Source: an optimization exercise on an open RTL-to-GDS flow (aim: small area, a short achievable clock period and few clock cycles). Production flows keep margins and buffers that such runs may drop. At most, simulation tests tie the RTL to the original design; equivalence was not proved. Power is estimated from default activity; no workload was simulated.

## fpdivsqrt
module fpdivsqrt (
    input  wire        clk,
    input  wire        rst_n,
    input  wire        in_valid,
    output wire        in_ready,
    input  wire        in_op,
    input  wire [1:0]  in_rnd,
    input  wire        in_ftz,
    input  wire        in_canon,
    input  wire [31:0] in_a,
    input  wire [31:0] in_b,
    output reg         out_valid,
    output reg  [31:0] out_result,
    output reg  [5:0]  out_flags
);
    function rnd_inc;
        input [1:0] mode;
        input       s, lsb, g, st;
        begin
            case (mode)
                2'd0: rnd_inc = g && (st || lsb);
                2'd1: rnd_inc = 1'b0;
                2'd2: rnd_inc = !s && (g || st);
                default: rnd_inc = s && (g || st);
            endcase
        end
    endfunction
    reg        rdy;
    assign in_ready = rdy;
    always @(posedge clk) rdy <= rst_n;
    wire        i_v = in_valid && rdy;
    wire        i_op = in_op, i_ftz = in_ftz, i_canon = in_canon;
    wire [1:0]  i_rnd = in_rnd;
    wire [31:0] i_a = in_a, i_b = in_b;
    wire        is_sqrt = i_op;
    wire        sa = i_a[31], sb = i_b[31];
    wire [7:0]  ea_f = i_a[30:23], eb_f = i_b[30:23];
    wire [22:0] fa = i_a[22:0], fb = i_b[22:0];
    wire a_nan  = (ea_f == 8'hFF) && (fa != 0);
    wire b_nan  = !is_sqrt && (eb_f == 8'hFF) && (fb != 0);
    wire a_snan = a_nan && !fa[22];
    wire b_snan = b_nan && !fb[22];
    wire a_inf  = (ea_f == 8'hFF) && (fa == 0);
    wire b_inf  = (eb_f == 8'hFF) && (fb == 0);
    wire a_sub  = (ea_f == 8'h00) && (fa != 0);
    wire b_sub  = !is_sqrt && (eb_f == 8'h00) && (fb != 0);
    wire a_zero = (ea_f == 8'h00) && ((fa == 0) || i_ftz);
    wire b_zero = (eb_f == 8'h00) && ((fb == 0) || i_ftz);
    wire den_in = i_ftz && (a_sub || b_sub);
    wire [23:0] ma = (ea_f == 0) ? {1'b0, fa} : {1'b1, fa};
    wire [23:0] mb = (eb_f == 0) ? {1'b0, fb} : {1'b1, fb};
    wire [7:0]  ea_e = (ea_f == 0) ? 8'd1 : ea_f;
    wire [7:0]  eb_e = (eb_f == 0) ? 8'd1 : eb_f;
    reg [4:0] lza, lzb;
    integer i;
    always @(*) begin
        lza = 5'd0;
        lzb = 5'd0;
        for (i = 0; i < 24; i = i + 1) begin
            if (ma[i]) lza = 5'd23 - i[4:0];
            if (mb[i]) lzb = 5'd23 - i[4:0];
        end
    end
    reg        sp_sel, sp_inv, sp_dz, sp_pb, sp_pz;
  ...
Settings: LEC_CHECK=0, CAP_MARGIN=50, CORE_MARGIN=2, CORE_UTILIZATION=40, CTS_CLUSTER_DIAMETER=100, CTS_CLUSTER_SIZE=30, SLEW_MARGIN=70, TNS_END_PERCENT=100; clock period 10.0 ns.
standard.sh (not shown) runs the stock make flow with config.mk's settings and CLKGATE_MAP_FILE= SYNTH_SCRIPT=/design/flow/synth_recipe.tcl, a recipe that flattens the netlist after the stock synthesis.
==> flow/flow/run.sh <==
#!/bin/bash
set -euo pipefail
bash standard.sh SETUP_SLACK_MARGIN=6.6 "BUFFER_PORTS_ARGS=-buffer_cell sky130_fd_sc_hd__buf_4" > standard.log 2>&1
Edit:
--- a/flow/design.v
+++ b/flow/design.v
@@ -703,37 +703,42 @@
     wire        b23 = !t23[27];
     wire [25:0] r24 = b23 ? t23[25:0] : {s22_r[24:0], 1'b0};
     wire [25:0] nfr24 = s22_nfr & ~{23'd0, s22_sq & b23, 2'd0};
     reg        s23_v, s23_sq, s23_ftz, s23_sel, s23_sgn;
     reg [1:0]  s23_rnd;
     reg [25:0] s23_nfr;
-    reg [8:0]  s23_e;
+    wire signed [12:0] e_unb = {{4{s22_e[8]}}, s22_e};
+    wire signed [12:0] dsh_raw = -13'sd126 - e_unb;
+    wire [12:0] e_bias  = e_unb + 13'sd127;
+    reg        s23_sub, s23_m127;
+    reg [4:0]  s23_dsh;
+    reg [8:0]  s23_eb;
     reg [25:0] s23_r;
     reg [22:0] s23_q;
     always @(posedge clk) begin
         s23_v   <= rst_n && s22_v;
         s23_sq <= s22_sq;
         s23_rnd <= s22_rnd;
         s23_ftz <= s22_ftz;
         s23_sel <= s22_sel;
         s23_sgn <= s22_sgn;
-        s23_e <= s22_e;
+        s23_sub  <= (e_unb < -13'sd126);
+        s23_m127 <= (e_unb == -13'sd127);
+        s23_dsh  <= (dsh_raw > 13'sd26) ? 5'd26 : dsh_raw[4:0];
+        s23_eb   <= s22_sel ? {4'd0, s22_e[4:0]} : e_bias[8:0];
         s23_nfr <= nfr24;
         s23_r <= r24;
         s23_q <= {s22_q, b23};
     end
     wire [25:0] nf24    = s23_nfr & ~{25'd0, s23_sq};
     wire [28:0] t24x    = {1'b0, s23_r, 1'b0, 1'b1} + {2'b11, nf24, 1'b1};
     wire        g24     = !t24x[28];     
     wire        stk     = g24 ? ({s23_r, 1'b0} != {1'b0, ~nf24}) : (s23_r != 26'd0);
-    wire signed [12:0] e_unb = {{4{s23_e[8]}}, s23_e};
-    wire        m_sub   = (e_unb < -13'sd126);
-    wire        m_m127  = (e_unb == -13'sd127);
-    wire signed [12:0] dsh_raw = -13'sd126 - e_unb;
-    wire [4:0]  m_dsh   = (dsh_raw > 13'sd26) ? 5'd26 : dsh_raw[4:0];
-    wire [12:0] e_bias  = e_unb + 13'sd127;
+    wire        m_sub   = s23_sub;
+    wire        m_m127  = s23_m127;
+    wire [4:0]  m_dsh   = s23_dsh;
     wire [23:0] n_mant  = {1'b1, s23_q};
     wire        n_ones  = (s23_q == 23'h7F_FFFF);
     wire        inc24   = rnd_inc(s23_rnd, s23_sgn, n_mant[0], g24, stk);
     wire        carry24 = inc24 && n_ones;
     wire        tiny    = m_sub && !(m_m127 && carry24);
     wire [51:0] dm      = {n_mant, 28'd0} >> m_dsh;
@@ -751,16 +756,16 @@
         u_sel   <= s23_sel;
         u_sgn   <= s23_sgn;
         u_tiny  <= tiny;
         u_sub   <= m_sub;
         u_guard <= m_sub ? d_guard : g24;
         u_stk   <= m_sub ? d_stk   : stk;
-        u_mant  <= s23_sel ? {s23_e[4:3], ~s23_nfr[23:2]} : (m_sub ? d_mant : n_mant);
-        u_eb    <= s23_sel ? {5'd0, s23_e[2:0]} : e_bias[7:0];
-        u_ovf0  <= (e_bias[8:0] >= 9'd255);
-        u_ovf1  <= (e_bias[8:0] >= 9'd254);
+        u_mant  <= s23_sel ? {s23_eb[4:3], ~s23_nfr[23:2]} : (m_sub ? d_mant : n_mant);
+        u_eb    <= s23_sel ? {5'd0, s23_eb[2:0]} : s23_eb[7:0];
+        u_ovf0  <= (s23_eb >= 9'd255);
+        u_ovf1  <= (s23_eb >= 9'd254);
         u_ones  <= n_ones && !m_sub;    
     end
     wire         inexact = u_guard || u_stk;
     wire         inc     = rnd_inc(u_rnd, u_sgn, u_mant[0], u_guard, u_stk);
     wire [24:0]  m_inc   = {1'b0, u_mant} + 25'd1;
     wire [24:0]  r_mant  = inc ? m_inc : {1'b0, u_mant};
The new run ran to the end with no violations.
Via count went down slightly.
Maximum frequency went up by a little under a tenth.
Utilization went down by 1.9 points.
Worst setup slack gets better by 260 ps.
Die area went up slightly.
Register-to-register slack gets better by 380 ps.
No run of this note included a check of the RTL's function; only the layout flow was run.

== gamma ==
Another version of the RTL of fpdivsqrt (not shown whole).
Size: ~2100 flip-flops, ~0.084 sq mm of cells after synthesis.
export LEC_CHECK = 0
export CAP_MARGIN = 50
export CORE_MARGIN = 2
export CORE_UTILIZATION = 40
export CTS_CLUSTER_DIAMETER = 100
export CTS_CLUSTER_SIZE = 30
export SLEW_MARGIN = 70
export TNS_END_PERCENT = 100
create_clock -name core_clock -period 10.0 [get_ports {clk}]
==> flow/flow/run.sh <==
#!/bin/bash
set -euo pipefail
bash standard.sh SETUP_SLACK_MARGIN=6.5 > standard.log 2>&1
gamma reached the final stage; the timing, design-rule and antenna checks on its layout passed.
Testbench counts of gamma, summed over its fixed seeds: cycles 5,024.
Here is what was changed in the inputs of delta compared with gamma.
diff --git a/flow/design.v b/flow/design.v
--- a/flow/design.v
+++ b/flow/design.v
@@ -56,61 +56,64 @@
     always @(*) begin
         lza = 5'd0;
         lzb = 5'd0;
         for (i = 0; i < 24; i = i + 1) begin
             if (ma[i]) lza = 5'd23 - i[4:0];
             if (mb[i]) lzb = 5'd23 - i[4:0];
         end
     end
-    wire       q_sign = is_sqrt ? sa : (sa ^ sb);
-    reg        sp_sel, sp_inv, sp_dz, sp_sgn, sp_pb, sp_pz;
+    reg        sp_sel, sp_inv, sp_dz, sp_pb, sp_pz;
+    reg [1:0]  sp_ss;
     reg [1:0]  sp_kind;
     always @(*) begin
         sp_sel  = 1'b1;
         sp_inv  = 1'b0;
         sp_dz   = 1'b0;
         sp_kind = 2'd0;
-        sp_sgn  = q_sign;
+        sp_ss   = is_sqrt ? 2'd1 : 2'd3;
         sp_pb   = 1'b0;
         sp_pz   = 1'b1;
         if (a_nan || b_nan) begin
             sp_kind = 2'd2;
-            sp_sgn  = i_canon ? 1'b0 : (a_nan ? sa : sb);
+            sp_ss   = i_canon ? 2'd0 : (a_nan ? 2'd1 : 2'd2);
             sp_pb   = !a_nan;
             sp_pz   = i_canon;
             sp_inv  = a_snan || b_snan;
         end else if (is_sqrt) begin
             if (a_zero)      sp_kind = 2'd0;
-            else if (sa)     begin sp_kind = 2'd2; sp_sgn = 1'b0; sp_inv = 1'b1; end
+            else if (sa)     begin sp_kind = 2'd2; sp_ss = 2'd0; sp_inv = 1'b1; end
             else if (a_inf)  sp_kind = 2'd1;
             else             sp_sel = 1'b0;
         end else begin
             if ((a_inf && b_inf) || (a_zero && b_zero)) begin
-                sp_kind = 2'd2; sp_sgn = 1'b0; sp_inv = 1'b1;
+                sp_kind = 2'd2; sp_ss = 2'd0; sp_inv = 1'b1;
             end else if (a_inf)         sp_kind = 2'd1;
             else if (b_inf || a_zero)   sp_kind = 2'd0;
             else if (b_zero) begin
                 sp_kind = 2'd1; sp_dz = 1'b1;
             end else                    sp_sel = 1'b0;
         end
     end
-    reg        c_v, c_op, c_ftz, c_sel, c_sgn, c_pb, c_pz, c_den, c_dz, c_inv;
+    reg        c_v, c_op, c_ftz, c_sel, c_sa, c_sb, c_pb, c_pz, c_den, c_dz, c_inv;
+    reg [1:0]  c_ss;
     reg [1:0]  c_rnd, c_kind;
     reg [4:0]  c_lza, c_lzb;
     reg [7:0]  c_ea;
     reg [8:0]  c_ed;
     reg [23:0] c_ma, c_mb;
     always @(posedge clk) begin
         c_v    <= rst_n && i_v;
         c_op   <= i_op;
         c_rnd  <= i_rnd;
         c_ftz  <= i_ftz;
         c_sel  <= sp_sel;
-        c_sgn  <= sp_sgn;
+        c_ss   <= sp_ss;
+        c_sa   <= sa;
+        c_sb   <= sb;
         c_pb   <= sp_pb;
         c_pz   <= sp_pz;
         c_kind <= sp_kind;
         c_den  <= den_in;
         c_dz   <= sp_dz;
         c_inv  <= sp_inv;
         c_lza  <= lza;
         c_lzb  <= lzb;
@@ -131,17 +134,17 @@
     reg [9:0]  p_e;
     reg [22:0] p_na, p_d;
     always @(posedge clk) begin
         p_v   <= rst_n && c_v;
         p_op  <= c_op;
         p_rnd <= c_rnd;
         p_ftz <= c_ftz;
         p_sel <= c_sel;
-        p_sgn <= c_sgn;
+        p_sgn <= (c_ss[0] & c_sa) ^ (c_ss[1] & c_sb);
         p_odd <= xa[0];
         p_e   <= c_sel ? {5'd0, c_kind, c_den, c_dz, c_inv} : xq[9:0];
         p_na  <= na[22:0];
         p_d   <= c_sel ? {1'b0, pay} : nb[22:0];
     end
     wire [24:0] s_d1   = {1'b0, 1'b1, p_na} - {1'b0, 1'b1, p_d};    
     wire [24:0] s_d2   = {1'b1, p_na, 1'b0} - {1'b0, 1'b1, p_d};    
     wire        a_lt_b = s_d1[24];
[summary]
For the cell area, delta came in 0.63% higher than gamma did. Lower ratio of total power to cell area was reported by delta, not gamma. From gamma to delta the numbers moved as follows: global-route usage decreased 0.21 points, filler-free cell count of the finished design decreased about 0.34%, post-CTS resize count decreased 6, die area increased about 0.45%.
Testbench counts of delta, summed over its fixed seeds: cycles 5,024.

what the ideal ports hide:
The flow's constraints put no driver on any port. The routed layouts listed below were extracted and timed again, unchanged, in two steps.
Step 1, drivers: a clkbuf_16 drives clk and a buf_2 each remaining input, both assumed.
Step 2, shift: input delay + t, output delay - t, t = (earliest + latest rising clock arrival at the registers) / 2. This alone moves slack from input paths to output paths.
Slacks: ideal / step 1 / step 2; pairs: ideal / step 1.
| run | t (ns) | setup WS [ns] | latest minus earliest clock arrival (ns) | worst data-port slew with drivers (ns) | cell pins on the clock port's net |
|---|---|---|---|---|---|
| the first run of note 1 | 0.840 | 6.294 / 6.294 / 5.899 | 0.063 / 0.063 | 0.08 | 1 |
| the second run of note 1 | 0.829 | 6.556 / 6.598 / 5.769 | 0.088 / 0.089 | 0.09 | 1 |
| gamma | 0.849 | 6.392 / 6.448 / 5.605 | 0.052 / 0.053 | 0.07 | 1 |
| delta | 0.837 | 6.545 / 6.531 / 5.823 | 0.045 / 0.045 | 0.05 | 1 |
After both steps setup and hold are still met in every run listed.
